From an optimization exercise on the open Yosys and OpenROAD flow, aimed at small area, a short achievable clock period and few clock cycles per item; shortcuts taken in it are not production practice.
In this exercise RTL edits were held to simulation tests only and were not proved equivalent to the original.

== the baseline ==
==> flow/design.v <==
module amihel_muldiv (
    input  wire        clk,
    input  wire        rst,         
    input  wire        req_valid,
    output wire        req_ready,
    input  wire [3:0]  req_fn,
    input  wire [63:0] req_a,
    input  wire [63:0] req_b,
    output reg         res_valid,
    output wire [63:0] res
);
    localparam W = 75;               
    localparam ST_IDLE  = 3'd0;
    localparam ST_MUL   = 3'd1;
    localparam ST_FINM  = 3'd2;
    localparam ST_NEG   = 3'd3;
    localparam ST_SHIFT = 3'd5;
    localparam ST_DIV   = 3'd6;
    localparam ST_FIND  = 3'd7;
    reg [2:0]    state;
    reg [W-1:0]  S;                  
    reg [W-1:0]  C;                  
    reg [65:0]   M;                  
    reg [63:0]   Q;                  
    reg          qprev;              
    reg          qfill;              
    reg          nprev;              
    reg          hmode;              
    reg          wop;                
    reg          isrem;
    reg          na, nb;             
    reg          pa, pb;             
    reg          bz;                 
    reg [6:0]    cnt;
    reg [6:0]    ba, bb;             
    reg          rq;                 
    reg          rw;                 
    assign req_ready = (state == ST_IDLE);
    wire [31:0] res_lo = rq ? Q[31:0] : S[31:0];
    wire [31:0] res_hi = rw ? {32{res_lo[31]}} : (rq ? Q[63:32] : S[63:32]);
    assign res = {res_hi, res_lo};
    wire        r_div    = req_fn[2] | req_fn[3];
    wire        r_w      = req_fn[3] | (req_fn == 4'd3);
    wire        r_dsgn   = r_div & ~req_fn[0];
    wire        r_sext   = r_w & (~r_div | ~req_fn[0]);      
    wire [63:0] a_ext    = r_w ? {{32{r_sext & req_a[31]}}, req_a[31:0]} : req_a;
    wire [63:0] b_ext    = r_w ? {{32{r_sext & req_b[31]}}, req_b[31:0]} : req_b;
    wire        r_uns    = (req_fn[1:0] == 2'd2);             
    wire [65:0] Mx = {M[64], M[64:0]};    
    wire [8:0]  qb = {Q[7:0], qprev};
    reg  [W-1:0] pp [0:3];
    reg  [3:0]   ng;
    integer j;
    always @(*) begin
        for (j = 0; j < 4; j = j + 1) begin : booth
            reg b0, b1, b2, one, two, neg;
            reg [65:0] mag;
            b0  = qb[2*j];
            b1  = qb[2*j+1];
            b2  = qb[2*j+2];
            neg = b2 & ~(b1 & b0);
            one = b1 ^ b0;
            two = (b2 & ~b1 & ~b0) | (~b2 & b1 & b0);
            mag = ({66{one}} & Mx) | ({66{two}} & {Mx[64:0], 1'b0});
            mag = mag ^ {66{neg}};
            pp[j] = {{(W-66){mag[65]}}, mag} << (2*j);
            ng[j] = neg;
        end
    end
    wire [W-1:0] Sa = hmode ? {{8{S[W-1]}}, S[W-1:8]} : S;
    wire [W-1:0] Ca = hmode ? {{8{C[W-1]}}, C[W-1:8]} : C;
    wire [9:0]   lowsum = {2'b0, S[7:0]} + {2'b0, C[7:0]} + {3'b0, nprev, 6'b0};
    wire [1:0]   cy = hmode ? lowsum[9:8] : 2'b00;
    wire [W-1:0] v0 = Sa;
    wire [W-1:0] v1 = Ca;
    wire [W-1:0] v2 = pp[0];
    wire [W-1:0] v3 = pp[1] | {{(W-2){1'b0}}, cy[1], ng[0]};
    wire [W-1:0] v4 = pp[2] | {{(W-3){1'b0}}, ng[1], 1'b0, cy[0]};
    wire [W-1:0] v5 = pp[3] | {{(W-5){1'b0}}, ng[2], 4'b0};
    wire [W-1:0] v6 = {{(W-7){1'b0}}, ng[3] & ~hmode, 6'b0};
    wire [W-1:0] s1 = v0 ^ v1 ^ v2;
    wire [W-1:0] c1 = ((v0 & v1) | (v0 & v2) | (v1 & v2)) << 1;
    wire [W-1:0] s2 = v3 ^ v4 ^ v5;
    wire [W-1:0] c2 = ((v3 & v4) | (v3 & v5) | (v4 & v5)) << 1;
    wire [W-1:0] s3 = s1 ^ c1 ^ s2;
    wire [W-1:0] c3 = ((s1 & c1) | (s1 & s2) | (c1 & s2)) << 1;
    wire [W-1:0] s4 = c2 ^ v6 ^ s3;
    wire [W-1:0] c4 = ((c2 & v6) | (c2 & s3) | (v6 & s3)) << 1;
    wire [W-1:0] s5 = s4 ^ c4 ^ c3;
    wire [W-1:0] c5 = ((s4 & c4) | (s4 & c3) | (c4 & c3)) << 1;
    wire mul_last = hmode ? (cnt == 7'd0) : (&Q[63:7] | ~|Q[63:7]);
    reg         xen, xinv, ym, yc, yq, yinv, cin;
    wire        negres = isrem ? na : (na ^ nb) | bz;
    wire [63:0] ax = ({64{xen}} & S[63:0]) ^ {64{xinv}};
    wire [63:0] ay = (({64{ym}} & M[63:0]) | ({64{yc}} & C[63:0]) | ({64{yq}} & Q)) ^ {64{yinv}};
    wire [64:0] asum = {1'b0, ax} + {1'b0, ay} + {64'd0, cin};
    wire        fits = ({1'b0, S[63:0]} >= {1'b0, M[63:0]}) & ~|M[65:64];
    wire [63:0] aout = wop ? {{32{asum[31]}}, asum[31:0]} : asum[63:0];
    wire        r_na = r_dsgn & a_ext[63];
    wire        r_nb = r_dsgn & b_ext[63];
    wire [63:0] xa = a_ext ^ {64{r_na}};
    wire [63:0] xb = b_ext ^ {64{r_nb}};
    reg  [6:0]  bits_a, bits_b;
    integer k;
    always @(*) begin
        bits_a = 7'd0;
        bits_b = 7'd0;
        for (k = 0; k < 64; k = k + 1) begin
            if (xa[k]) bits_a = k + 1;
            if (xb[k]) bits_b = k + 1;
        end
    end
    wire [7:0]  dbits = {1'b0, ba} - {1'b0, bb};
    wire [63:0] ma = a_ext ^ {64{a_ext[63]}};
    wire [63:0] mb = b_ext ^ {64{b_ext[63]}};
    wire [7:0]  nza, nzb;
    genvar g;
    generate
        for (g = 0; g < 8; g = g + 1) begin : bytes
            assign nza[g] = |ma[8*g+7:8*g];
            assign nzb[g] = |mb[8*g+7:8*g];
        end
    endgenerate
    reg r_swap;
    integer h;
    always @(*) begin
        r_swap = 1'b0;
        for (h = 0; h < 8; h = h + 1)
            if (nzb[h] && !(|(nza >> h))) r_swap = 1'b1;
    end
    wire [6:0]  sft   = (dbits[7] | bz) ? 7'd0 : (dbits[6:0] + {6'd0, dbits[0]});
    always @(posedge clk) begin
        if (rst) begin
            state     <= ST_IDLE;
            res_valid <= 1'b0;
            begin xen <= 1'b0; xinv <= 1'b0; ym <= 1'b0; yc <= 1'b0; yq <= 1'b0; yinv <= 1'b0; cin <= 1'b0; end
        end else begin
            res_valid <= 1'b0;
            case (state)
                ST_IDLE: begin
                    begin xen <= 1'b0; xinv <= 1'b0; ym <= 1'b0; yc <= 1'b0; yq <= 1'b0; yinv <= 1'b0; cin <= 1'b0; end
                    if (req_valid) begin
                        wop   <= r_w;
                    rq    <= 1'b0;
                    rw    <= 1'b0;
                        isrem <= req_fn[1];
                        hmode <= ~r_div & (req_fn[0] ^ req_fn[1]);
                        qprev <= 1'b0;
                        nprev <= 1'b0;
                        cnt   <= 7'd8;
                        C     <= {W{1'b0}};
                        if (r_div) begin
                            S     <= {{(W-64){1'b0}}, a_ext};
                            M     <= {{2{r_dsgn & b_ext[63]}}, b_ext};
                            Q     <= 64'd0;
                            na    <= r_na;
                            nb    <= r_nb;
                            pa    <= r_na;
                            pb    <= r_nb;
                            ba    <= bits_a + {6'd0, r_na};
                            bb    <= bits_b;
                            bz    <= ~|b_ext;
                            if (r_na) begin xen <= 1'b1; xinv <= 1'b1; ym <= 1'b0; yc <= 1'b0; yq <= 1'b0; yinv <= 1'b0; cin <= 1'b1; end
                            else if (r_nb) begin xen <= 1'b0; xinv <= 1'b0; ym <= 1'b1; yc <= 1'b0; yq <= 1'b0; yinv <= 1'b1; cin <= 1'b1; end
                            else begin xen <= 1'b1; xinv <= 1'b0; ym <= 1'b1; yc <= 1'b0; yq <= 1'b0; yinv <= 1'b1; cin <= 1'b1; end
                            state <= (r_na | r_nb) ? ST_NEG : ST_SHIFT;
                        end else begin
                            S     <= {W{1'b0}};
                            if (r_swap & ~(req_fn[1] ^ req_fn[0])) begin
                                M     <= {{2{b_ext[63]}}, b_ext};
                                Q     <= a_ext;
                                qfill <= a_ext[63];
                            end else begin
                                M     <= {1'b0, ~r_uns & a_ext[63], a_ext};
                                Q     <= b_ext;
                                qfill <= ~r_uns & b_ext[63];
                            end
                            na    <= 1'b0;
                            nb    <= 1'b0;
                            state <= ST_MUL;
                        end
                    end
                end
                ST_MUL: begin
                    S     <= s5;
                    C     <= c5;
                    Q     <= {{8{qfill}}, Q[63:8]};
                    qprev <= Q[7];
                    nprev <= ng[3];
                    if (!hmode) M <= {M[57:0], 8'd0};
                    cnt   <= cnt - 7'd1;
                    if (mul_last) begin
                        state <= ST_FINM;
                        xen <= 1'b1; yc <= 1'b1;
                    end
                end
                ST_FINM: begin
                    S[63:0]   <= aout;
                    res_valid <= 1'b1;
                    state     <= ST_IDLE;
                    begin xen <= 1'b0; xinv <= 1'b0; ym <= 1'b0; yc <= 1'b0; yq <= 1'b0; yinv <= 1'b0; cin <= 1'b0; end
                end
                ST_NEG: begin
                    if (pa) begin
                        S  <= {{(W-64){1'b0}}, asum[63:0]};
                        pa <= 1'b0;
                        if (pb) begin xen <= 1'b0; xinv <= 1'b0; ym <= 1'b1; yc <= 1'b0; yq <= 1'b0; yinv <= 1'b1; cin <= 1'b1; end
                        else begin
                            state <= ST_SHIFT;
                            begin xen <= 1'b1; xinv <= 1'b0; ym <= 1'b1; yc <= 1'b0; yq <= 1'b0; yinv <= 1'b1; cin <= 1'b1; end
                        end
                    end else begin
                        M  <= {2'b00, asum[63:0]};
                        pb <= 1'b0;
                        state <= ST_SHIFT;
                        begin xen <= 1'b1; xinv <= 1'b0; ym <= 1'b1; yc <= 1'b0; yq <= 1'b0; yinv <= 1'b1; cin <= 1'b1; end
                    end
                end
                ST_SHIFT, ST_DIV: begin
                    if (state == ST_SHIFT && sft != 7'd0) begin
                        M     <= M << sft;
                        cnt   <= sft;
                        state <= ST_DIV;
                    end else begin
                        if (fits) S <= {{(W-64){1'b0}}, asum[63:0]};
                        Q     <= {Q[62:0], fits};
                        M     <= {1'b0, M[65:1]};
                        cnt   <= cnt - 7'd1;
                        if (state == ST_SHIFT || cnt == 7'd0) begin
                            if (!negres) begin
                                state     <= ST_IDLE;
                                res_valid <= 1'b1;
                                rq        <= ~isrem;
                                rw        <= wop;
                                begin xen <= 1'b0; xinv <= 1'b0; ym <= 1'b0; yc <= 1'b0; yq <= 1'b0; yinv <= 1'b0; cin <= 1'b0; end
                            end else begin
                                state <= ST_FIND;
                                xen  <= isrem; xinv <= isrem & negres;
                                ym   <= 1'b0; yc <= 1'b0;
                                yq   <= ~isrem; yinv <= ~isrem & negres;
                                cin  <= negres;
                            end
                        end
                    end
                end
                ST_FIND: begin
                    S[63:0]   <= aout;
                    res_valid <= 1'b1;
                    state     <= ST_IDLE;
                    begin xen <= 1'b0; xinv <= 1'b0; ym <= 1'b0; yc <= 1'b0; yq <= 1'b0; yinv <= 1'b0; cin <= 1'b0; end
                end
                default: begin
                    state <= ST_IDLE;
                    begin xen <= 1'b0; xinv <= 1'b0; ym <= 1'b0; yc <= 1'b0; yq <= 1'b0; yinv <= 1'b0; cin <= 1'b0; end
                end
            endcase
        end
    end
endmodule
==> flow/config.mk <==
export PLATFORM = sky130hd
export DESIGN_NAME = amihel_muldiv
export DESIGN_NICKNAME = amihel_muldiv
export VERILOG_FILES = /design/flow/design.v
export SDC_FILE = /design/flow/constraint.sdc
export NUM_CORES = 4
export LEC_CHECK = 0
export CAP_MARGIN = 20
export CORE_MARGIN = 2
export CORE_UTILIZATION = 40
export SETUP_SLACK_MARGIN = 3.25
export SLEW_MARGIN = 20
==> flow/constraint.sdc <==
create_clock -name core_clock -period 8.0 [get_ports {clk}]
set_input_delay 1.6000 -clock core_clock [delete_from_list [all_inputs] [get_ports {clk}]]
set_output_delay 1.6000 -clock core_clock [all_outputs]
set_load 0.01 [all_outputs]
run.sh (not shown) runs the stock make flow with config.mk's settings and CLKGATE_MAP_FILE= SYNTH_SCRIPT=/design/flow/synth_recipe.tcl, a recipe that flattens the netlist after the stock synthesis.
The baseline finished every step from synthesis to the final layout, and the layout passed the timing, DRC and antenna checks.
Testbench counts of the baseline, summed over its fixed seeds: cycles 25,934, ops 3,200.
--- input diff the baseline..the candidate ---
--- a/flow/design.v
+++ b/flow/design.v
@@ -94,7 +94,7 @@
     wire [63:0] ax = ({64{xen}} & S[63:0]) ^ {64{xinv}};
     wire [63:0] ay = (({64{ym}} & M[63:0]) | ({64{yc}} & C[63:0]) | ({64{yq}} & Q)) ^ {64{yinv}};
     wire [64:0] asum = {1'b0, ax} + {1'b0, ay} + {64'd0, cin};
-    wire        fits = ({1'b0, S[63:0]} >= {1'b0, M[63:0]}) & ~|M[65:64];
+    wire        fits = asum[64] & ~|M[65:64];
     wire [63:0] aout = wop ? {{32{asum[31]}}, asum[31:0]} : asum[63:0];
     wire        r_na = r_dsgn & a_ext[63];
     wire        r_nb = r_dsgn & b_ext[63];
[summary]
Having completed the whole flow, the candidate delivered a layout that passed the timing, DRC and antenna checks.
Compared with the baseline, the candidate shows a lower number of iterations in the first detailed-routing pass.
Reported for the baseline and the candidate, sequential cell count turned out identical to the last digit.
The candidate can be clocked slower than the baseline.
Count of clock-net buffers in the final layout is higher on the candidate
Testbench counts of the candidate, summed over its fixed seeds: cycles 25,934, ops 3,200.

[static timing again, ports no longer ideal]
The flow's constraints put no driver on any port. The routed layouts listed below were extracted and timed again, unchanged, in two steps. Step 1 assumes that a clkbuf_16 drives the clock port and a buf_2 every other input. Step 2, shift: input delay + t, output delay - t, t = (earliest + latest rising clock arrival at the registers) / 2. This alone moves slack from input paths to output paths. Slacks: ideal / step 1 / step 2; pairs: ideal / step 1.
run	t (ns)	setup WS [ns]	hold slack, ns	worst setup path after step 2	clock arrival spread, ns
the baseline	0.727	3.226 / 3.226 / 2.574	0.577 / 0.577 / 0.577	input to register	0.059 / 0.060
the candidate	0.736	2.859 / 2.859 / 2.429	0.637 / 0.637 / 0.637	input to register	0.060 / 0.059
After both steps every run listed still meets setup and hold. The setup slack of the baseline, which loses most, moves by 0.000 ns with the drivers and by -0.652 ns with both steps.
